What follows belongs to an exercise in optimizing a design on an open flow for small area, a short achievable clock period and few clock cycles per item; a production flow would make more cautious choices. RTL that was checked went through simulation tests only; none was proved equivalent to the original. The RTL of runs 1 and 2 was laid out without a check of its function. The flow treats the clock pin as an ideal source, which a real chip does not have.

## flow/design.v (module list and top-level ports; edited modules follow where they fit)
// module comp_blend: 295 lines
// module comp_blend_bc: 928 lines
// module comp_blend_ba: 517 lines
// module comp_blend_am: 478 lines
module comp_blend (
    input  wire         clk,
    input  wire         rst,          
    input  wire         in_valid,
    output wire         in_ready,
    input  wire [7:0]   l_en,         
    input  wire [63:0]  z_order,      
    input  wire [79:0]  g_alpha,      
    input  wire [35:0]  bg_colour,    
    input  wire [9:0]   bg_alpha,     
    input  wire [1:0]   depth_sel,    
    input  wire [1:0]   rot,          
    input  wire [2:0]   x_lo,         
    input  wire [2:0]   y_lo,         
    input  wire [287:0] l_colour,     
    input  wire [79:0]  l_alpha,      
    input  wire [7:0]   l_inside,     
    output wire         out_valid,
    input  wire         out_ready,
    output reg  [11:0]  out_c0,       
    output reg  [11:0]  out_c1,       
    output reg  [11:0]  out_c2,       
    output reg  [9:0]   out_alpha,    
    output reg  [9:0]   out_key       
);
  // ...
==> flow/flow/run.sh <==
#!/bin/bash
# The standard layout, with every port buffered by a plain buf_1 instead of
# the buffer buffer_ports picks by itself (a slow delay cell).
set -euo pipefail
export BUFFER_PORTS_ARGS="-buffer_cell sky130_fd_sc_hd__buf_1"
bash standard.sh finish > standard.log 2>&1
==> flow/standard.sh <==
#!/bin/bash
# synth_recipe.tcl (not shown) runs the flow's synth.tcl, then flattens the netlist and writes it again
# the make line also repeats each setting of config.mk as NAME=value (left out here)
make -C /OpenROAD-flow-scripts/flow DESIGN_CONFIG=/design/flow/config.mk WORK_HOME=/design/flow/orfs CLKGATE_MAP_FILE= SYNTH_SCRIPT=/design/flow/synth_recipe.tcl "${@:-finish}"
==> flow/config.mk <==
export PLATFORM = sky130hd
export DESIGN_NAME = comp_blend
export DESIGN_NICKNAME = comp_blend
export VERILOG_FILES = /design/flow/design.v
export SDC_FILE = /design/flow/constraint.sdc
export NUM_CORES = 4
export LEC_CHECK = 0
export CAP_MARGIN = 20
export CORE_MARGIN = 2
export CORE_UTILIZATION = 40
export SETUP_SLACK_MARGIN = 4
export SLEW_MARGIN = 20
==> flow/constraint.sdc <==
create_clock -name core_clock -period 50.0 [get_ports {clk}]
set_input_delay 10.0000 -clock core_clock [delete_from_list [all_inputs] [get_ports {clk}]]
set_output_delay 10.0000 -clock core_clock [all_outputs]
set_load 0.01 [all_outputs]
==> flow_metrics.py, run 1 <==
metrics = {
    "route": {
        "met2_length_mm": 97.2,
    },
    "cells_and_area": {
        "layout_commonest_cell": "inv_1",
        "multi_input_area_share": 0.640,
        "design.seq.count": 392,
        "layout.nonclk_buf_frac": 0.0459,
        "drive_gt1_frac": 0.0416,
        "fin_util": 0.447,
    },
    "min_path": {
        "min-delay-start": "p1last",
        "holdPathStages": 0,
    },
    "logic_synthesis": {
        "synth_area_um2": 56900,
        "synth_compound_area_frac": 0.158,
        "synthXorXnorAreaFrac": 0.0290,
    },
    "worst_setup_path": {
        "r2r_end": "e0[12]",
    },
    "global_route": {
        "met3_usage": 0.0607,
        "grt_pass1_vias": 50794,
    },
    "sta": {
        "setup_viol": 0,
    },
    "status": {
        "status": "no timing/DRC/antenna violations",
    },
    "floorplan": {
        "nWellTaps": 1890,
        "initial_core_util": 0.402,
        "rows": 138,
    },
    "placed_design": {
        "place_area_um2": 61300,
    },
}
==> run 2, diff against run 1 <==
==> flow/flow/run.sh (replaced) <==
#!/bin/bash
set -euo pipefail
here=$(cd "$(dirname "$0")" && pwd)
export BUFFER_PORTS_ARGS="-buffer_cell sky130_fd_sc_hd__buf_1"
export POST_CTS_TCL="$here/post_cts.tcl"
bash standard.sh finish > standard.log 2>&1
==> flow/flow/post_cts.tcl (new file) <==
# Extra setup repair after clock tree synthesis (sourced by ORFS's cts.tcl).
estimate_parasitics -placement
puts "post_cts: worst slack before [sta::worst_slack -max]"
repair_timing -setup -setup_margin 39 -skip_last_gasp -verbose
set result [catch { detailed_placement } msg]
if { $result != 0 } {
  error "Detailed placement failed after the extra repair: $msg"
}
check_placement -verbose
estimate_parasitics -placement
puts "post_cts: worst slack after [sta::worst_slack -max]"
==> flow_metrics.py, run 2 <==
metrics = {
    "status": {
        "status": "no timing/DRC/antenna violations",
    },
    "floorplan": {
        "rows": 138,
        "die_area_um2": 145000,
        "chipWidth_um": 381,
        "die_y_um": 381,
        "initial_core_util": 0.402,
        "ios": 646,
        "design.core.area_um2": 141000,
    },
    "placed_design": {
        "gp_congestion": 0.989,
        "io_buffers": 643,
        "dpl.hpwl_mm": 168,
        "pre_cts_slack_ns": 37.45,
        "dpl.cell_count": 8406,
    },
    "logic_synthesis": {
        "synth_common_cells": "inv_1 (1051), fa_1 (643), ha_1 (632), edfxtp_1 (384), nand2_1 (352)",
        "ys_warn_count": 3,
        "synth-seq-cells": 392,
        "synth_area_um2": 56900,
        "syn_nets": 7927,
        "async_flop_share": 0,
        "yosysTopAreaCell": "fa_1",
        "synth-edff-count": 384,
        "ys_seq_area_frac": 0.205,
        "synth_top_cell_area_share": 0.226,
        "yosysMostFrequentCell": "inv_1",
        "avgSynthCellArea_um2": 9.38,
        "synth_area_leaders": "fa_1 (23%), edfxtp_1 (20%), ha_1 (14%), inv_1 (6.9%), a22oi_1 (3.2%)",
        "synth_cell_types": 91,
        "netlist_instances": 6064,
        "synthFlopType": "edfxtp_1",
    },
    "worst_setup_path": {
        "path_delay_family": "compound AO/OA/AOI/OAI gates",
        "worst_setup_path_end_kind": "output port",
        "crit_chain": "a22oi_2, nand2_2, a31oi_4, inv_2, buf_6",
        "cpPeakStageDelay_ns": 0.39,
        "crit_type": "reg2out",
        "arrival_ns": 1.84,
        "slowest_stage": "edfxtp_1",
        "cp.required_ns": 40.00,
        "start_kind": "register",
        "ff2ff_setup_slack_ns": 39.08,
        "path_buf_inv": 2,
        "crit_fanout": 2,
    },
    "route": {
        "drt_pre_antenna_iters": 9,
        "drtAntennaViolNets": 0,
        "avgViaCountPerCell": 5.79,
        "drc": 0,
        "first_iter_violations": 4387,
        "vias": 49489,
        "wl_per_cell_um": 24.9,
        "routed_wl_mm": 213,
    },
    "sta": {
        "tns_ns": 0,
        "finalCritPeriodShare": 0.237,
        "setup_viol": 0,
        "slew_headroom": 0.234,
        "fmaxAchievable_mhz": 84.5,
        "fin_ws_ns": 38.16,
        "finalHoldViolations": 0,
        "drv_slew": 0,
        "holdWs_ns": 0.427,
        "worst_pin_slew_ns": 1.15,
        "fin_crit_ns": 11.84,
        "rsz0062_at_grt": "false",
        "fin_skew_ns": 0.0577,
    },
    "global_route": {
        "grt-ovfl-total": 0,
        "antenna_found_initial": 58,
        "grt_usage": 0.290,
        "grt_max_degree": 66,
        "grt_pass1_wl_mm": 319,
        "grt_pass1_vias": 51018,
    },
    "cells_and_area": {
        "nets": 8448,
        "top_regs": "bgc: 36 flops, hc: 36 flops, p1c: 36 flops",
        "fin_util": 0.451,
        "fillerInstances": 13803,
        "fin_cells": 8542,
        "most-common-layout-cells": "inv_1 (1042), fa_1 (643), ha_1 (629)",
        "area_growth_pct": 12.2,
        "layout_commonest_cell": "inv_1",
        "drive_gt1_frac": 0.0620,
    },
    "min_path": {
        "hp-class": "reg2reg",
    },
    "clock_tree": {
        "cts_tree": "built",
        "clk_pin_slew_worst_paths_ns": 0.06,
        "clkLatencyLatePin_ns": 0.68,
        "cts_sinks": 392,
    },
    "run": {
        "cap_violations": 0,
    },
}
==> run 2: cell counts after synthesis <==
Identical to the previous run, type by type.
==> run 2: worst paths after layout <==
| kind | cells after the start | startpoint | to |
|---|---|---|---|
| setup / recovery | 5 | hcb[1] | in_ready |
| hold / removal | 0 | p1last | p2last |
| setup reg to reg | 43 | p2a[2] | e0[12] |
| hold reg to reg | 0 | p1last | p2last |
==> run 2: stage by stage <==
stage	cell area, um^2
after floorplan	56900
after global placement	61300
after detailed placement	61300
after global routing	63800
final	63800
==> run 2: cells by family after synthesis <==
family	share of synthesized area
mux	0.0140
buf+inv	0.0864
xor+xnor	0.0290
compound gates	0.158
fa+ha+maj	0.367
flops	0.205
simple gates	0.140
==> run 2: per-layer routing <==
| layer | wire length (um) | global-route usage | vias up | share of wire |
|---|---|---|---|---|
| met4 | 11700 | 0.142 | 48 | 0.055 |
| met2 | 97500 | 0.466 | 2398 | 0.46 |
| met5 | 317 | 0 | - | 0.0015 |
| li1 | - | - | 22005 | - |
| met3 | 18400 | 0.0619 | 577 | 0.086 |
| met1 | 85100 | 0.370 | 24461 | 0.40 |
==> run 2: cell type report <==
cell class | instances | area [um^2] | share of cell area
inverter | 1052 | 3950 | 0.0619
clock inverter | 39 | 453 | 0.00710
tap | 1890 | 2360 | 0.0370
timing repair buffer | 722 | 3220 | 0.0504
sequential | 392 | 11700 | 0.183
multi-input combinational | 4364 | 40700 | 0.638
antenna | 23 | 57.6 | 0.000902
clock buffer | 60 | 1350 | 0.0212
==> run 2: worst register-to-register path, delay by kind of cell (launching register included) <==
family / cells / cell delay [ns]
flops: 1 / 0.35
xor+xnor: 3 / 0.93
fa+ha+maj: 10 / 4.27
simple gates: 2 / 0.28
buf+inv: 9 / 0.95
compound gates: 19 / 3.96
==> module comp_blend, before the edit <==
module comp_blend (
    input  wire         clk,
    input  wire         rst,          
    input  wire         in_valid,
    output wire         in_ready,
    input  wire [7:0]   l_en,         
    input  wire [63:0]  z_order,      
    input  wire [79:0]  g_alpha,      
    input  wire [35:0]  bg_colour,    
    input  wire [9:0]   bg_alpha,     
    input  wire [1:0]   depth_sel,    
    input  wire [1:0]   rot,          
    input  wire [2:0]   x_lo,         
    input  wire [2:0]   y_lo,         
    input  wire [287:0] l_colour,     
    input  wire [79:0]  l_alpha,      
    input  wire [7:0]   l_inside,     
    output wire         out_valid,
    input  wire         out_ready,
    output reg  [11:0]  out_c0,       
    output reg  [11:0]  out_c1,       
    output reg  [11:0]  out_c2,       
    output reg  [9:0]   out_alpha,    
    output reg  [9:0]   out_key       
);
    function [5:0] dmat;
        input [2:0] u;
        input [2:0] w;
        reg [47:0] row;
        begin
            case (w)
                3'd0: row = {6'd42, 6'd10, 6'd34, 6'd2,  6'd40, 6'd8,  6'd32, 6'd0 };
                3'd1: row = {6'd26, 6'd58, 6'd18, 6'd50, 6'd24, 6'd56, 6'd16, 6'd48};
                3'd2: row = {6'd38, 6'd6,  6'd46, 6'd14, 6'd36, 6'd4,  6'd44, 6'd12};
                3'd3: row = {6'd22, 6'd54, 6'd30, 6'd62, 6'd20, 6'd52, 6'd28, 6'd60};
                3'd4: row = {6'd41, 6'd9,  6'd33, 6'd1,  6'd43, 6'd11, 6'd35, 6'd3 };
                3'd5: row = {6'd25, 6'd57, 6'd17, 6'd49, 6'd27, 6'd59, 6'd19, 6'd51};
                3'd6: row = {6'd37, 6'd5,  6'd45, 6'd13, 6'd39, 6'd7,  6'd47, 6'd15};
                default: row = {6'd21, 6'd53, 6'd29, 6'd61, 6'd23, 6'd55, 6'd31, 6'd63};
            endcase
            dmat = row[u*6 +: 6];
        end
    endfunction
    function [11:0] reduce;
        input [11:0] v;
        input [3:0]  t;
        input [1:0]  dsel;
        reg   [12:0] s;
        begin
            s = {1'b0, v} + {9'd0, t};
            case (dsel)
                2'd1:    reduce = s[12] ? 12'hFFC : {s[11:2], 2'b00};
                2'd2:    reduce = s[12] ? 12'hFF0 : {s[11:4], 4'b0000};
                default: reduce = v;
            endcase
        end
    endfunction
    integer ci, cj, mi, ai, si, sj;
    reg        think;         
    reg        rdy;           
    reg        sf;            
    reg [2:0]  hca, hcb;      
    reg        nf;            
    reg [7:0]  act;           
    reg [7:0]  opq;           
    reg [7:0]  done;          
    reg [7:0]  blu [0:7];     
    reg [7:0]  blw [0:7];     
    integer bi, bj;
    always @* begin
        for (bi = 0; bi < 8; bi = bi + 1)
            for (bj = 0; bj < 8; bj = bj + 1)
                blw[bi][bj] = (bi < bj) ? blu[bi][bj] : (bi > bj) ? ~blu[bj][bi] : 1'b0;
    end
    reg        hv;            
    reg [9:0]  hp, hg;
    reg [35:0] hc;
    reg [35:0] bgc;           
    reg [9:0]  bga;
    reg [3:0]  bthr;
    reg [1:0]  bdsel;
    reg        p1v, p1first, p1last;    
    reg [9:0]  p1p, p1g;
    reg [35:0] p1c;
    reg        p2v, p2first, p2last;    
    reg [9:0]  p2a;
    reg [12:0] e0, e1, e2;    
    reg [11:0] d0, d1, d2;    
    reg [9:0]  acc_a;
    reg [3:0]  dthr;
    reg [1:0]  ddsel;
    reg        dv;            
    reg        ov;            
    wire acc = rdy | (nf & ~think & sf &
                      ((hca[0] & hcb[2]) | (hca[1] & hcb[1]) | (hca[2] & hcb[0])));
    assign in_ready  = acc;
    assign out_valid = ov;
    wire stall = dv & ov & p2v & p2first;
    wire mv    = dv & ~ov;
    wire dv_n  = (p2v & p2last & ~stall) | (dv & ~mv);
    wire ov_n  = mv | (ov & ~out_ready);
    wire st_n  = p1v & p1first & dv_n & ov_n;
    wire st_g  = dv_n & ov_n & (stall ? (p2v & p2first) : (p1v & p1first));
    reg [7:0] cand, sel, rem, sel2, rem2;
    reg       cov;
    always @* begin
        for (ci = 0; ci < 8; ci = ci + 1) begin
            cov = 1'b0;
            for (cj = 0; cj < 8; cj = cj + 1)
                if (cj != ci && opq[cj] && blw[ci][cj]) cov = 1'b1;
            cand[ci] = act[ci] & ~done[ci] & ~cov;
        end
        for (ci = 0; ci < 8; ci = ci + 1) begin
            sel[ci] = cand[ci] & ~think;
            for (cj = 0; cj < 8; cj = cj + 1)
                if (cj != ci && cand[cj] && !blw[ci][cj]) sel[ci] = 1'b0;
        end
        rem = cand & ~sel;
        for (ci = 0; ci < 8; ci = ci + 1) begin
            sel2[ci] = rem[ci] & ~think;
            for (cj = 0; cj < 8; cj = cj + 1)
                if (cj != ci && rem[cj] && !blw[ci][cj]) sel2[ci] = 1'b0;
        end
        rem2 = rem & ~sel2;
    end
    wire rem_le2 = ((rem2 & (rem2 - 8'd1)) == 8'd0);
    reg [9:0]  s1p, s1g, s2p, s2g;
    reg [35:0] s1c, s2c;
    always @* begin
        s1p = 10'd0; s1g = 10'd0; s1c = 36'd0;
        s2p = 10'd0; s2g = 10'd0; s2c = 36'd0;
        for (mi = 0; mi < 8; mi = mi + 1) begin
            s1p = s1p | ({10{sel[mi]}} & l_alpha[10*mi +: 10]);
            s1g = s1g | ({10{sel[mi]}} & g_alpha[10*mi +: 10]);
            s1c = s1c | ({36{sel[mi]}} & l_colour[36*mi +: 36]);
            s2p = s2p | ({10{sel2[mi]}} & l_alpha[10*mi +: 10]);
            s2g = s2g | ({10{sel2[mi]}} & g_alpha[10*mi +: 10]);
            s2c = s2c | ({36{sel2[mi]}} & l_colour[36*mi +: 36]);
        end
    end
    reg [7:0] act_in, opq_in;
    always @* begin
        for (ai = 0; ai < 8; ai = ai + 1) begin
            act_in[ai] = l_en[ai] & l_inside[ai] &
                        (l_alpha[10*ai +: 10] != 10'd0) & (g_alpha[10*ai +: 10] != 10'd0);
            opq_in[ai] = l_en[ai] & l_inside[ai] &
                        (l_alpha[10*ai +: 10] == 10'd1023) & (g_alpha[10*ai +: 10] == 10'd1023);
        end
    end
    function [2:0] le012;
        input [3:0] x;
        begin
            le012[0] = (x == 4'd0);
            le012[1] = ((x & (x - 4'd1)) == 4'd0);
            le012[2] = ~((x[0] & x[1] & (x[2] | x[3])) | (x[2] & x[3] & (x[0] | x[1])));
        end
    endfunction
    reg [2:0] du, dw;
    always @* begin
        case (rot)
            2'd0: begin du = x_lo;        dw = y_lo;        end
            2'd1: begin du = 3'd7 - y_lo; dw = x_lo;        end
            2'd2: begin du = 3'd7 - x_lo; dw = 3'd7 - y_lo; end
            default: begin du = y_lo;     dw = 3'd7 - x_lo; end
        endcase
    end
    wire [5:0] m_val = dmat(du, dw);
    reg  [3:0] thr_in;
    always @* begin
        case (depth_sel)
            2'd1:    thr_in = {2'b00, m_val[5:4]};
            2'd2:    thr_in = m_val[5:2];
            default: thr_in = 4'd0;
        endcase
    end
    wire [9:0]  a_new;
    comp_blend_am u_am (.p(p1p), .g(p1g), .a(a_new));
    wire [11:0] din0 = p2first ? bgc[35:24] : d0;
    wire [11:0] din1 = p2first ? bgc[23:12] : d1;
    wire [11:0] din2 = p2first ? bgc[11:0]  : d2;
    wire [9:0]  ain  = p2first ? bga        : acc_a;
    wire [11:0] nd0, nd1, nd2;
    wire [9:0]  nacc;
    wire [12:0] ne0, ne1, ne2;
    comp_blend_bc u_b0 (.din(din0), .e(e0), .a(p2a), .cn(p1c[35:24]), .dn(nd0), .en(ne0));
    comp_blend_bc u_b1 (.din(din1), .e(e1), .a(p2a), .cn(p1c[23:12]), .dn(nd1), .en(ne1));
    comp_blend_bc u_b2 (.din(din2), .e(e2), .a(p2a), .cn(p1c[11:0]),  .dn(nd2), .en(ne2));
    wire [12:0] xe0 = {1'b0, p1c[35:24]} - {1'b0, (p1first ? bgc[35:24] : d0)} + 13'd4096;
    wire [12:0] xe1 = {1'b0, p1c[23:12]} - {1'b0, (p1first ? bgc[23:12] : d1)} + 13'd4096;
    wire [12:0] xe2 = {1'b0, p1c[11:0]}  - {1'b0, (p1first ? bgc[11:0]  : d2)} + 13'd4096;
    wire        xsel = p1first | ~p2v;
    comp_blend_ba u_ba (.ain(ain), .a(p2a), .an(nacc));
    wire [19:0] ky  = 10'd876 * acc_a + 20'd511;
    wire [10:0] kgs = {1'b0, ky[19:10]} + {1'b0, ky[9:0]} + 11'd1;
    wire [9:0]  key = 10'd64 + ky[19:10] + {9'd0, kgs[10]};
    always @(posedge clk) begin
        if (rst) begin
            think <= 1'b1;
            rdy   <= 1'b0;
            sf    <= 1'b0;
            hv    <= 1'b0;
            p1v   <= 1'b0;
            p2v   <= 1'b0;
            dv    <= 1'b0;
            ov    <= 1'b0;
        end else begin
            if (!stall) begin
                if (think) begin
                    p1v   <= hv;
                    hv    <= 1'b0;
                    think <= ~in_valid;
                    rdy   <= 1'b0;
                end else begin
                    p1v   <= nf | acc | (cand != 8'd0);
                    if (acc) begin
                        think <= 1'b1;
                        rdy   <= 1'b0;
                        hv    <= (rem != 8'd0);
                    end else begin
                        rdy   <= rem_le2 & ~st_n;
                    end
                end
                p2v <= p1v;
            end
            dv <= dv_n;
            sf <= ~st_g;
            if (mv)
                ov <= 1'b1;
            else if (out_ready)
                ov <= 1'b0;
        end
    end
    always @(posedge clk) begin
        if (!stall) begin
            if (think) begin
                p1first <= 1'b0;
                p1last  <= 1'b1;
                p1p     <= hp;
                p1g     <= hg;
                p1c     <= hc;
                nf      <= 1'b1;
                done    <= 8'd0;
                act     <= act_in;
                hca     <= le012(act_in[3:0]);
                hcb     <= le012(act_in[7:4]);
                opq     <= opq_in;
                for (si = 0; si < 8; si = si + 1)
                    for (sj = si + 1; sj < 8; sj = sj + 1)
                        blu[si][sj] <= (z_order[8*si +: 8] <= z_order[8*sj +: 8]);
            end else begin
                p1first <= nf;
                p1last  <= acc & (rem == 8'd0);
                p1p     <= s1p;
                p1g     <= s1g;
                p1c     <= s1c;
                done    <= done | sel;
                nf      <= 1'b0;
                if (nf) begin
                    bgc   <= bg_colour;
                    bga   <= bg_alpha;
                    bthr  <= thr_in;
                    bdsel <= depth_sel;
                end
                if (acc) begin
                    hp    <= s2p;
                    hg    <= s2g;
                    hc    <= s2c;
                end
            end
            p2first <= p1first;
            p2last  <= p1last;
            p2a     <= a_new;
            e0      <= xsel ? xe0 : ne0;
            e1      <= xsel ? xe1 : ne1;
            e2      <= xsel ? xe2 : ne2;
            if (p2v) begin
                d0    <= nd0;
                d1    <= nd1;
                d2    <= nd2;
                acc_a <= nacc;
            end
            if (p2v && p2first) begin
                dthr  <= bthr;
                ddsel <= bdsel;
            end
        end
        if (mv) begin
            out_c0    <= reduce(d0, dthr, ddsel);
            out_c1    <= reduce(d1, dthr, ddsel);
            out_c2    <= reduce(d2, dthr, ddsel);
            out_alpha <= acc_a;
            out_key   <= key;
        end
    end
endmodule
==> run 3, diff against run 2 <==
--- a/flow/design.v
+++ b/flow/design.v
@@ -155,6 +155,20 @@
             le012[2] = ~((x[0] & x[1] & (x[2] | x[3])) | (x[2] & x[3] & (x[0] | x[1])));
         end
     endfunction
+    reg [7:0] cnd_in;
+    reg       cv_in;
+    integer   ki, kj;
+    always @* begin
+        for (ki = 0; ki < 8; ki = ki + 1) begin
+            cv_in = 1'b0;
+            for (kj = 0; kj < 8; kj = kj + 1)
+                if (kj != ki && opq_in[kj] &&
+                    ((ki < kj) ? (z_order[8*ki +: 8] <= z_order[8*kj +: 8])
+                               : (z_order[8*ki +: 8] <  z_order[8*kj +: 8])))
+                    cv_in = 1'b1;
+            cnd_in[ki] = act_in[ki] & ~cv_in;
+        end
+    end
     reg [2:0] du, dw;
     always @* begin
         case (rot)
@@ -241,8 +255,8 @@
                 nf      <= 1'b1;
                 done    <= 8'd0;
                 act     <= act_in;
-                hca     <= le012(act_in[3:0]);
-                hcb     <= le012(act_in[7:4]);
+                hca     <= le012(cnd_in[3:0]);
+                hcb     <= le012(cnd_in[7:4]);
                 opq     <= opq_in;
                 for (si = 0; si < 8; si = si + 1)
                     for (sj = si + 1; sj < 8; sj = sj + 1)
==> flow_metrics.py, run 3 <==
metrics = {
    "status": {
        "status": "no timing/DRC/antenna violations",
    },
    "global_route": {
        "grt_pass1_vias": 51447,
        "grt_usage": 0.293,
        "antenna_found_initial": 37,
        "grt-ovfl-total": 0,
        "grt_pass1_wl_mm": 324,
        "grt_max_degree": 69,
    },
    "route": {
        "avgViaCountPerCell": 5.85,
        "drc": 0,
        "drtAntennaViolNets": 0,
        "drt_pre_antenna_iters": 12,
        "vias": 50145,
        "wl_per_cell_um": 25.4,
        "first_iter_violations": 5381,
        "routed_wl_mm": 218,
    },
    "run": {
        "cap_violations": 0,
    },
    "placed_design": {
        "dpl.hpwl_mm": 169,
        "gp_congestion": 1.01,
        "io_buffers": 643,
        "place_area_um2": 61500,
    },
    "cells_and_area": {
        "layout_commonest_cell": "inv_1",
        "most-common-layout-cells": "inv_1 (1006), fa_1 (643), ha_1 (618)",
        "design_area_um2": 64300,
        "drive_gt1_frac": 0.0712,
        "fin_util": 0.453,
        "top_regs": "bgc: 36 flops, hc: 36 flops, p1c: 36 flops",
        "fillerInstances": 13800,
        "nets": 8489,
        "area_growth_pct": 12.2,
    },
    "worst_setup_path": {
        "worstSetupStartpoint": "z_order[9]",
        "cp.required_ns": 50.41,
        "ff2ff_setup_slack_ns": 38.99,
        "crit_type": "in2reg",
        "worstSetupEndpoint": "hca[2]",
        "arrival_ns": 12.38,
        "worst_setup_path_end_kind": "register",
        "r2r-start": "p2first",
        "r2r_end": "e0[12]",
        "crit_fanout": 7,
        "start_kind": "input pin",
        "ff2ff_path_depth": 41,
    },
    "logic_synthesis": {
        "synth-edff-count": 384,
        "synthFlopType": "edfxtp_1",
        "synthXorXnorAreaFrac": 0.0301,
        "synth_cell_types": 92,
        "synth_top_family_by_area": "adder cells",
        "yosysMostFrequentCell": "inv_1",
        "synth_common_cells": "inv_1 (1026), fa_1 (643), ha_1 (631), nand2_1 (413), edfxtp_1 (384)",
        "synth_top_cell_area_share": 0.225,
        "syn_nets": 7976,
        "synth_compound_area_frac": 0.153,
        "synth_area_leaders": "fa_1 (22%), edfxtp_1 (20%), ha_1 (14%), inv_1 (6.7%), a22oi_1 (3.1%)",
        "yosysTopAreaCell": "fa_1",
        "async_flop_share": 0,
        "synth-seq-cells": 392,
        "netlist_instances": 6114,
        "synth_area_um2": 57300,
        "synth-simple-area-share": 0.148,
        "synthAdderAreaFrac": 0.364,
        "avgSynthCellArea_um2": 9.37,
        "synthMuxAreaShare": 0.0148,
        "ys_warn_count": 3,
        "ys_seq_area_frac": 0.204,
    },
    "sta": {
        "drv_slew": 0,
        "rsz0062_at_grt": "false",
        "slew_headroom": 0.199,
        "fin_skew_ns": 0.0220,
        "fin_crit_ns": 11.97,
        "finalHoldViolations": 0,
        "finalCritPeriodShare": 0.239,
        "fmaxAchievable_mhz": 83.5,
        "worst_pin_slew_ns": 1.19,
        "tns_ns": 0,
        "setup_viol": 0,
    },
    "floorplan": {
        "die_y_um": 382,
        "die_area_um2": 146000,
        "design.core.area_um2": 142000,
        "initial_core_util": 0.404,
        "ios": 646,
        "rows": 138,
        "chipWidth_um": 382,
    },
    "clock_tree": {
        "clk_pin_slew_worst_paths_ns": 0.06,
        "clkLatencyLatePin_ns": 0.67,
        "cts_tree": "built",
        "cts_sinks": 392,
    },
    "min_path": {
        "hp-class": "reg2reg",
    },
}
## run 3: cell types whose count changed after synthesis, sizes merged, moves of 39 or more
cell | previous run | this run
nor2 | 217 | 256
a22o | 64 | 25
nand4 | 50 | 124
nand3 | 209 | 143
o21ai | 218 | 162
a222oi | 60 | 113
nand2 | 352 | 413
a221oi | 65 | 20
## run 3: final cells by class
class                   instances  area (um^2)  share of cell area
clock buffers                  55         1310              0.0204
clock inverters                41          514             0.00800
flip-flops and latches        392        11700               0.182
multi-input cells            4421        41100               0.640
inverters                    1030         3910              0.0608
repair buffers                730         3330              0.0518
well taps                    1890         2360              0.0368
diodes                         18         45.0            0.000700
## run 3: worst max-delay path, cell delays in order
cell and delay (ns):
buf_6 0.17, inv_1 0.07, ha_1 0.28, nor2b_1 0.14
o21a_1 0.16, o21ai_0 0.15, nand2b_1 0.07, a21oi_1 0.17
o21ai_1 0.09, o21ai_2 0.15, nor2_1 0.09, a21oi_1 0.13
nand4_1 0.17, buf_4 0.19, o32a_1 0.34
## run 3: per-stage QoR
step,hold WS [ns],setup WS [ns],cells
2_1_floorplan,0.400,37.68,6114
3_3_place_gp,0.400,36.65,8436
3_5_place_dp,0.406,36.62,8436
5_1_grt,0.431,37.94,8570
6_report,0.420,38.03,8577
## run 3: worst min-delay path by stage
stage | start | end | slack [ns] | cells after the start
global placement | p1last | p2last | 0.40 | 0
finish | p1last | p2last | 0.42 | 0
floorplan | bdsel[0] | ddsel[0] | 0.40 | 0
global route | bdsel[0] | ddsel[0] | 0.43 | 0
detailed placement | p1last | p2last | 0.41 | 0
## run 3: cells by family after synthesis
| kind of cell | count (synthesis) |
|---|---|
| XOR/XNOR | 194 |
| AO/OA/AOI/OAI | 1216 |
| flip-flops | 392 |
| multiplexers | 83 |
| buffers and inverters | 1301 |
| AND/OR/NAND/NOR | 1647 |
| adder cells (fa/ha/maj) | 1281 |
## run 3: routing by layer
metal / part of all wire / global-route usage / up-vias
li1: - / - / 22190
met1: 0.41 / 0.377 / 24962
met2: 0.46 / 0.475 / 2362
met3: 0.076 / 0.0565 / 603
met4: 0.054 / 0.139 / 28
met5: 0.00084 / 0 / -
Testbench counts of run 3, summed over its fixed seeds: cycles 6,242, items 2,400.
==> run 4, diff against run 3 <==
--- a/flow/design.v
+++ b/flow/design.v
@@ -61,9 +61,7 @@
     reg        sf;            
     reg [2:0]  hca, hcb;      
     reg        nf;            
-    reg [7:0]  act;           
-    reg [7:0]  opq;           
-    reg [7:0]  done;          
+    reg [7:0]  cnd;           
     reg [7:0]  blu [0:7];     
     reg [7:0]  blw [0:7];     
     integer bi, bj;
@@ -102,14 +100,8 @@
     wire st_n  = p1v & p1first & dv_n & ov_n;
     wire st_g  = dv_n & ov_n & (stall ? (p2v & p2first) : (p1v & p1first));
     reg [7:0] cand, sel, rem, sel2, rem2;
-    reg       cov;
     always @* begin
-        for (ci = 0; ci < 8; ci = ci + 1) begin
-            cov = 1'b0;
-            for (cj = 0; cj < 8; cj = cj + 1)
-                if (cj != ci && opq[cj] && blw[ci][cj]) cov = 1'b1;
-            cand[ci] = act[ci] & ~done[ci] & ~cov;
-        end
+        cand = cnd;
         for (ci = 0; ci < 8; ci = ci + 1) begin
             sel[ci] = cand[ci] & ~think;
             for (cj = 0; cj < 8; cj = cj + 1)
@@ -204,7 +196,8 @@
     wire [12:0] xe2 = {1'b0, p1c[11:0]}  - {1'b0, (p1first ? bgc[11:0]  : d2)} + 13'd4096;
     wire        xsel = p1first | ~p2v;
     comp_blend_ba u_ba (.ain(ain), .a(p2a), .an(nacc));
-    wire [19:0] ky  = 10'd876 * acc_a + 20'd511;
+    wire [19:0] ky  = {acc_a, 10'd0} - {3'd0, acc_a, 7'd0} - {6'd0, acc_a, 4'd0}
+                      - {8'd0, acc_a, 2'd0} + 20'd511;
     wire [10:0] kgs = {1'b0, ky[19:10]} + {1'b0, ky[9:0]} + 11'd1;
     wire [9:0]  key = 10'd64 + ky[19:10] + {9'd0, kgs[10]};
     always @(posedge clk) begin
@@ -253,11 +246,9 @@
                 p1g     <= hg;
                 p1c     <= hc;
                 nf      <= 1'b1;
-                done    <= 8'd0;
-                act     <= act_in;
+                cnd     <= cnd_in;
                 hca     <= le012(cnd_in[3:0]);
                 hcb     <= le012(cnd_in[7:4]);
-                opq     <= opq_in;
                 for (si = 0; si < 8; si = si + 1)
                     for (sj = si + 1; sj < 8; sj = sj + 1)
                         blu[si][sj] <= (z_order[8*si +: 8] <= z_order[8*sj +: 8]);
@@ -267,7 +258,7 @@
                 p1p     <= s1p;
                 p1g     <= s1g;
                 p1c     <= s1c;
-                done    <= done | sel;
+                cnd     <= cnd & ~sel;
                 nf      <= 1'b0;
                 if (nf) begin
                     bgc   <= bg_colour;
--- a/flow/config.mk
+++ b/flow/config.mk
@@ -7,6 +7,8 @@
 export LEC_CHECK = 0
 export CAP_MARGIN = 20
 export CORE_MARGIN = 2
-export CORE_UTILIZATION = 40
+export CORE_UTILIZATION = 50
+export CTS_CLUSTER_DIAMETER = 60
+export CTS_CLUSTER_SIZE = 24
 export SETUP_SLACK_MARGIN = 4
 export SLEW_MARGIN = 20
==> flow_metrics.py, run 4 <==
metrics = {
    "cells_and_area": {
        "top_regs": "bgc: 36 flops, hc: 36 flops, p1c: 36 flops",
        "most-common-layout-cells": "inv_1 (916), fa_1 (626), ha_1 (598)",
        "layout_commonest_cell": "inv_1",
        "fin_cells": 8031,
        "nets": 8292,
        "fillerInstances": 10042,
        "drive_gt1_frac": 0.0911,
        "area_growth_pct": 13.2,
    },
    "route": {
        "wl_per_cell_um": 27.0,
        "vias": 48946,
        "drc": 0,
        "routed_wl_mm": 217,
        "avgViaCountPerCell": 6.09,
        "drtAntennaViolNets": 0,
        "first_iter_violations": 4214,
        "drt_pre_antenna_iters": 9,
    },
    "worst_setup_path": {
        "arrival_ns": 12.65,
        "crit_type": "in2reg",
        "ff2ff_path_depth": 42,
        "cp.required_ns": 50.40,
        "worst_setup_path_end_kind": "register",
        "crit_fanout": 7,
        "start_kind": "input pin",
    },
    "floorplan": {
        "die_area_um2": 115000,
        "design.core.area_um2": 111000,
        "ios": 646,
        "rows": 122,
        "initial_core_util": 0.505,
        "die_y_um": 339,
        "chipWidth_um": 339,
    },
    "placed_design": {
        "gp_congestion": 1.04,
        "io_buffers": 643,
        "dpl.cell_count": 7840,
        "dpl.hpwl_mm": 171,
    },
    "sta": {
        "finalHoldViolations": 0,
        "worst_pin_slew_ns": 1.18,
        "holdWs_ns": 0.425,
        "slew_headroom": 0.215,
        "setup_viol": 0,
        "fin_skew_ns": 0.0380,
        "tns_ns": 0,
        "fmaxAchievable_mhz": 81.7,
        "finalCritPeriodShare": 0.245,
        "fin_crit_ns": 12.25,
        "drv_slew": 0,
        "rsz0062_at_grt": "false",
    },
    "logic_synthesis": {
        "synth_top_cell_area_share": 0.224,
        "ys_seq_area_frac": 0.200,
        "synthFlopType": "edfxtp_1",
        "synth-edff-count": 368,
        "synth_area_leaders": "fa_1 (22%), edfxtp_1 (20%), ha_1 (14%), inv_1 (6.3%), a22oi_1 (5.8%)",
        "ys_warn_count": 3,
        "yosysTopAreaCell": "fa_1",
        "synth_cell_types": 96,
        "synth-seq-cells": 376,
        "synth_common_cells": "inv_1 (940), fa_1 (626), ha_1 (618), a22oi_1 (433), edfxtp_1 (368)",
        "netlist_instances": 5908,
        "avgSynthCellArea_um2": 9.48,
        "syn_nets": 7740,
        "synth_area_um2": 56000,
        "yosysMostFrequentCell": "inv_1",
        "async_flop_share": 0,
    },
    "clock_tree": {
        "clk_pin_slew_worst_paths_ns": 0.07,
        "clkLatencyLatePin_ns": 0.67,
        "cts_tree": "built",
        "cts_sinks": 376,
    },
    "min_path": {
        "holdPathStages": 0,
        "hp-class": "reg2reg",
    },
    "global_route": {
        "grtUsageMet1": 0.464,
        "busiest_layer": "met2",
        "met3_usage": 0.0681,
        "use_met2": 0.595,
        "grt_usage": 0.375,
        "grt-ovfl-total": 0,
        "grt_max_degree": 68,
        "grt_pass1_vias": 50162,
        "grt_pass1_wl_mm": 322,
        "antenna_found_initial": 66,
    },
    "status": {
        "status": "no timing/DRC/antenna violations",
    },
    "run": {
        "cap_violations": 0,
    },
}
## run 4: cell types whose count changed after synthesis, sizes merged, moves of 14 or more
cell    change
a211oi     -57
a21oi      -42
a222oi    -112
a22oi     +195
edfxtp     -16
fa         -17
inv        -84
mux2       +58
nand2      -54
nand3      -51
nand4      +42
nor3       -40
o21ai      -14
o22ai      +15
## run 4: cell families after synthesis
logic type | synth area share
buffers and inverters | 0.0816
AOI/OAI and AO/OA | 0.154
DFF | 0.200
and+or+nand+nor | 0.140
adders and majority gates | 0.362
xor gates and xnor gates | 0.0339
muxes | 0.0287
## run 4: worst max-delay path: stages
cell and delay (ns):
buf_8 0.09, clkinv_8 0.08, ha_1 0.30, nor2b_1 0.14
o21a_1 0.16, o21ai_0 0.14, nand2b_1 0.09, a21oi_2 0.16
o21ai_2 0.13, a32o_1 0.29, or4_4 0.61, nor2_4 0.16
a21oi_2 0.05, o2bb2a_2 0.26
## run 4: final timing paths
check              startpoint      end  slack, ns
hold / removal        bthr[0]  dthr[0]       0.42
setup / recovery  z_order[57]   hcb[2]      37.75
setup reg to reg       p2a[8]   d1[11]      39.01
hold reg to reg       bthr[0]  dthr[0]       0.42
## run 4: stage by stage
stage	instance area, um^2	setup slack, ns	utilization
3_5_place_dp	59900	35.95	0.540
3_3_place_gp	59900	35.95	0.540
2_1_floorplan	56000	37.34	-
6_report	63400	37.75	0.571
5_1_grt	63400	37.67	0.571
## run 4: layout make-up
type	count	area, um^2	share of cell area
Sequential cell	376	11200	0.177
Antenna cell	43	108	0.00170
Timing Repair Buffer	767	3860	0.0608
Clock inverter	42	515	0.00813
Multi-Input combinational cell	4322	41000	0.647
Tap cell	1488	1860	0.0294
Inverter	945	3610	0.0570
Clock buffer	48	1200	0.0189
## run 4: routing by layer
layer | wire length, um | up-vias
li1 | - | 21604
met1 | 82800 | 24102
met2 | 98200 | 2518
met3 | 17800 | 690
met4 | 18000 | 32
met5 | 210 | -
Testbench counts of run 4, summed over its fixed seeds: cycles 6,242, items 2,400.
==> run 5, diff against run 4 <==
--- a/flow/config.mk
+++ b/flow/config.mk
@@ -7,8 +7,6 @@
 export LEC_CHECK = 0
 export CAP_MARGIN = 20
 export CORE_MARGIN = 2
-export CORE_UTILIZATION = 50
-export CTS_CLUSTER_DIAMETER = 60
-export CTS_CLUSTER_SIZE = 24
+export CORE_UTILIZATION = 40
 export SETUP_SLACK_MARGIN = 4
 export SLEW_MARGIN = 20
==> flow_metrics.py, run 5 <==
metrics = {
    "clock_tree": {
        "clkLatencyLatePin_ns": 0.67,
        "cts_tree": "built",
        "cts_sinks": 376,
        "clk_pin_slew_worst_paths_ns": 0.06,
    },
    "global_route": {
        "grt_pass1_vias": 50681,
        "use_met2": 0.469,
        "grt_usage": 0.293,
        "antenna_found_initial": 37,
        "grt_max_degree": 68,
        "grt_pass1_wl_mm": 314,
        "grt-ovfl-total": 0,
        "busiest_layer": "met2",
        "met3_usage": 0.0587,
        "grtUsageMet1": 0.370,
    },
    "logic_synthesis": {
        "synth_compound_area_frac": 0.154,
        "synth_top_cell_area_share": 0.224,
        "ys_warn_count": 3,
        "synth_area_um2": 56000,
        "yosysMostFrequentCell": "inv_1",
        "netlist_instances": 5908,
        "synth-seq-cells": 376,
        "synth-simple-area-share": 0.140,
        "yosysTopAreaCell": "fa_1",
        "synthXorXnorAreaFrac": 0.0339,
        "async_flop_share": 0,
        "synthMuxAreaShare": 0.0287,
        "avgSynthCellArea_um2": 9.48,
        "ys_seq_area_frac": 0.200,
        "synthFlopType": "edfxtp_1",
        "synth_area_leaders": "fa_1 (22%), edfxtp_1 (20%), ha_1 (14%), inv_1 (6.3%), a22oi_1 (5.8%)",
        "synth-edff-count": 368,
        "synth_top_family_by_area": "adder cells",
        "synth_cell_types": 96,
        "synth_common_cells": "inv_1 (940), fa_1 (626), ha_1 (618), a22oi_1 (433), edfxtp_1 (368)",
        "syn_nets": 7740,
        "synthAdderAreaFrac": 0.362,
    },
    "sta": {
        "finalCritPeriodShare": 0.244,
        "fmaxAchievable_mhz": 81.8,
        "tns_ns": 0,
        "rsz0062_at_grt": "false",
        "finalHoldViolations": 0,
        "drv_slew": 0,
        "slew_headroom": 0.254,
        "holdWs_ns": 0.419,
        "fin_skew_ns": 0.0314,
        "worst_pin_slew_ns": 1.11,
        "setup_viol": 0,
        "fin_crit_ns": 12.22,
    },
    "floorplan": {
        "initial_core_util": 0.402,
        "rows": 137,
        "die_y_um": 378,
        "design.core.area_um2": 139000,
        "die_area_um2": 143000,
        "ios": 646,
        "chipWidth_um": 378,
    },
    "route": {
        "drt_pre_antenna_iters": 7,
        "routed_wl_mm": 211,
        "drc": 0,
        "vias": 48936,
        "first_iter_violations": 4207,
        "wl_per_cell_um": 25.2,
        "drtAntennaViolNets": 0,
        "avgViaCountPerCell": 5.84,
    },
    "placed_design": {
        "gp_congestion": 0.967,
        "io_buffers": 643,
        "dpl.hpwl_mm": 163,
    },
    "worst_setup_path": {
        "cp.required_ns": 50.40,
        "start_kind": "input pin",
        "crit_type": "in2reg",
        "crit_fanout": 7,
        "worst_setup_path_end_kind": "register",
        "arrival_ns": 12.63,
    },
    "min_path": {
        "hp-class": "reg2reg",
    },
    "run": {
        "cap_violations": 0,
    },
    "cells_and_area": {
        "nets": 8283,
        "layout_commonest_cell": "inv_1",
        "most-common-layout-cells": "inv_1 (921), fa_1 (626), ha_1 (594)",
        "area_growth_pct": 13.7,
        "drive_gt1_frac": 0.0892,
        "top_regs": "bgc: 36 flops, hc: 36 flops, p1c: 36 flops",
        "fillerInstances": 13594,
    },
    "status": {
        "status": "no timing/DRC/antenna violations",
    },
}
run 5: cell counts after synthesis:
No cell type changed its count.
run 5: final timing paths:
path | startpoint | end | slack (ns) | depth (start not counted)
worst min-delay path | bthr[2] | dthr[2] | 0.42 | 0
worst max-delay path | z_order[57] | hcb[2] | 37.78 | 14
worst min register to register | bthr[2] | dthr[2] | 0.42 | 0
worst max register to register | p2a[7] | e2[12] | 38.96 | 40
run 5: worst max-delay path, cell delays in order:
cell and delay [ns]:
buf_8 0.09, clkinv_8 0.08, ha_4 0.25, nor2b_4 0.12, o21a_1 0.17, o21a_1 0.17
o21a_1 0.16, o21bai_1 0.17, a22oi_2 0.14, a32o_1 0.23, or4_4 0.59, nor2_4 0.15
a21oi_2 0.04, o2bb2a_2 0.26
run 5: final cells by class:
type,instances,area [um^2],share of cell area
clock inverters,37,440,0.00691
flip-flops and latches,376,11200,0.176
repair buffers,756,3670,0.0577
well taps,1876,2350,0.0369
multi-input cells,4322,41100,0.645
clock buffers,52,1260,0.0198
diodes,13,32.5,0.000511
inverters,945,3620,0.0568
run 5: metal layers:
metal	up-vias	share of wire
met5	-	0.00071
met4	26	0.064
met3	671	0.082
met2	2404	0.46
met1	24265	0.40
li1	21570	-
run 5: through the flow:
stage	cells	util	cell area [um^2]	worst slack (ns)
after floorplan	5908	-	56000	37.34
after global placement	8221	0.433	60300	36.09
after detailed placement	8222	0.433	60300	36.09
after global routing	8375	0.458	63700	37.71
final	8377	0.458	63700	37.78
run 5: kinds of logic (layout without fill, tap and decap cells):
group	Yosys count	count (layout)
simple gates	1501	1501
other cells	0	13
flops	376	376
fa+ha+maj	1247	1247
buf+inv	1210	1790
xor+xnor	207	207
compound gates	1215	1215
mux	152	152

static timing again, ports no longer ideal:
In the flow no input, the clock included, has a driving cell. The finished layouts below were timed again as built, in two steps. Step 1, drivers: a clkbuf_16 drives clk and a buf_2 each remaining input, both assumed. Step 2 adds t to the input delays and takes it off the output delays; t is the mean of the earliest and latest rising clock arrival at the registers after step 1. Input paths then give back, and output paths get back, about the clock's delay inside the block. Slacks: ideal / step 1 / step 2; pairs: ideal / step 1.
| run | t, ns | slack for setup (ns) | worst setup path after step 2 |
|---|---|---|---|
| run 1 | 0.748 | 37.666 / 37.576 / 37.338 | input to register |
| run 2 | 0.746 | 38.161 / 38.072 / 38.138 | input to register |
| run 3 | 0.738 | 38.028 / 38.067 / 37.334 | input to register |
| run 4 | 0.723 | 37.754 / 37.773 / 37.051 | input to register |
| run 5 | 0.746 | 37.775 / 37.815 / 37.071 | input to register |
After both steps setup and hold are still met in every run listed. The setup slack of run 5, which loses most, moves by +0.040 ns with the drivers and by -0.704 ns with both steps.
